Context: an optimization exercise on an open-source flow, tuned for small area, a short achievable clock period and few clock cycles per item. The choices shown serve that exercise and are no tape-out recipe. Only simulation tests tie the RTL to the original design; equivalence was not proved.

## sr_gen
module sr_gen (
    input  wire        clk,
    input  wire        rst,
    input  wire        in_valid,
    output wire        in_ready,
    input  wire        in_load,
    input  wire [63:0] in_j,
    input  wire [63:0] in_s,
    input  wire [31:0] in_t,
    input  wire [47:0] in_x,
    output wire        out_valid,
    input  wire        out_ready,
    output wire [23:0] out_u
);
    localparam [63:0] KEY_SALT = 64'h6A3D_2F59_C1B8_7E05;
    localparam integer D = 6;     
    localparam [2:0] ST_IDLE = 3'd0;    
    localparam [2:0] ST_K1   = 3'd1;    
    localparam [2:0] ST_I2   = 3'd2;    
    localparam [2:0] ST_K2   = 3'd3;    
    localparam [2:0] ST_I3   = 3'd4;    
    localparam [2:0] ST_K3   = 3'd5;    
    reg  [2:0]  st;
    reg  [63:0] key;
    reg  [31:0] t_hold;
    reg         rdy, rdy_o;             
    reg         v1, v2, v3, v4;         
    reg         k1, k2, k3, k4;         
    reg  [63:0] a1, na1;
    reg  [63:0] a2, na2;
    wire ta_s1, ta_c1;
    sr_fa ta_fata_s1 (.a(na1[4]), .b(a1[2]), .c(a1[0]), .s(ta_s1), .co(ta_c1));
    wire ta_s2, ta_c2;
    sr_fa ta_fata_s2 (.a(na1[5]), .b(a1[3]), .c(a1[1]), .s(ta_s2), .co(ta_c2));
    wire ta_s3, ta_c3;
    sr_fa ta_fata_s3 (.a(na1[6]), .b(a1[4]), .c(a1[2]), .s(ta_s3), .co(ta_c3));
    wire ta_s4, ta_c4;
    sr_fa ta_fata_s4 (.a(na1[7]), .b(a1[5]), .c(a1[3]), .s(ta_s4), .co(ta_c4));
    wire ta_s5, ta_c5;
    sr_fa ta_fata_s5 (.a(na1[0]), .b(ta_c3), .c(ta_s4), .s(ta_s5), .co(ta_c5));
    wire ta_s6, ta_c6;
    sr_fa ta_fata_s6 (.a(na1[8]), .b(a1[6]), .c(a1[4]), .s(ta_s6), .co(ta_c6));
    wire ta_s7, ta_c7;
    sr_fa ta_fata_s7 (.a(na1[1]), .b(ta_c4), .c(ta_s6), .s(ta_s7), .co(ta_c7));
  ...
Size: roughly 4300 cells after synthesis, about 760 flip-flops, about 57000 um^2 of cells after synthesis.
export LEC_CHECK = 0
export CAP_MARGIN = 30
export CORE_MARGIN = 2
export CORE_UTILIZATION = 50
export PLACE_DENSITY = 0.65
export SETUP_SLACK_MARGIN = 0.4
export SLEW_MARGIN = 60
export SYNTH_HIERARCHICAL = 1
create_clock -name core_clock -period 12.0 [get_ports {clk}]
standard.sh (not shown) runs the stock make flow with config.mk's settings and CLKGATE_MAP_FILE= SYNTH_SCRIPT=/design/flow/synth_recipe.tcl, a recipe that flattens the netlist after the stock synthesis.
==> flow/flow/run.sh <==
#!/bin/bash
# Layout: the standard flow (standard.sh) with the standard synthesis
# unchanged. After synthesis two things differ from the standard run:
#  - the port buffers are buf_2 cells instead of the delay cell that
#    buffer_ports picks by default (every port still gets its buffer);
#  - the delay cells (clkdlybuf4s*, dlygate*, dlymetal*) are added to the
#    platform's don't-use list, so the repair of slew, capacitance and long
#    wires uses plain buffers.
# Each tool's output goes to a log file of its own in this folder.
set -euo pipefail
bash standard.sh synth > synth.log 2>&1
FULL=$(make -s -C "$FLOW_HOME" DESIGN_CONFIG="$PWD/config.mk" WORK_HOME="$PWD/orfs" \
       print-DONT_USE_CELLS 2> print_dont_use.log | sed -n 's/^DONT_USE_CELLS: //p')
DU="$FULL"
for c in clkdlybuf4s15_1 clkdlybuf4s15_2 clkdlybuf4s18_1 clkdlybuf4s18_2 \
         clkdlybuf4s25_1 clkdlybuf4s25_2 clkdlybuf4s50_1 clkdlybuf4s50_2 \
         dlygate4sd1_1 dlygate4sd2_1 dlygate4sd3_1 \
         dlymetal6s2s_1 dlymetal6s4s_1 dlymetal6s6s_1; do
  DU="$DU sky130_fd_sc_hd__$c"
done
echo "DONT_USE_CELLS=$DU" > dont_use.txt
bash standard.sh "DONT_USE_CELLS=$DU" \
  "BUFFER_PORTS_ARGS=-buffer_cell sky130_fd_sc_hd__buf_2" finish > layout.log 2>&1
The starting point completed without violations.
Testbench counts at the start, summed over its fixed seeds: cycles 26,224, items 23,844.
Change:
- CAP_MARGIN: 30 -> 20
- SLEW_MARGIN: 60 -> 40
Effect:
- The changed run produced a clean layout
- routed wire length is higher by about 0.4%
- design area goes down by about 0.8%
- hold slack stays flat
- utilization decreases by 0.48 points
- worst setup slack got worse by 0.36 ns

==> afterwards: timing with drivers on the ports <==
No port has a modelled driver above. Below, the same layouts with a new extraction and two added sets of constraints.
Step 1, drivers: a clkbuf_16 drives clk and a buf_2 each remaining input, both assumed.
Step 2 times the ports against the registers' clock, not the clock port: input delays grow and output delays shrink by t, the midpoint of the rising clock arrivals with the driver on.
a / b / c = ideal ports / drivers / drivers and shift; a / b = the first two.
run	t (ns)	setup slack, ns	worst setup path after step 2	clock arrival spread, ns
the first run	0.744	7.568 / 7.568 / 7.019	input to register	0.064 / 0.064
the second run	0.758	7.207 / 7.207 / 6.686	input to register	0.034 / 0.033
After both steps every run listed still meets setup and hold. For the first run, which loses most, drivers alone change the setup slack by 0.000 ns; drivers and shift together by -0.549 ns.
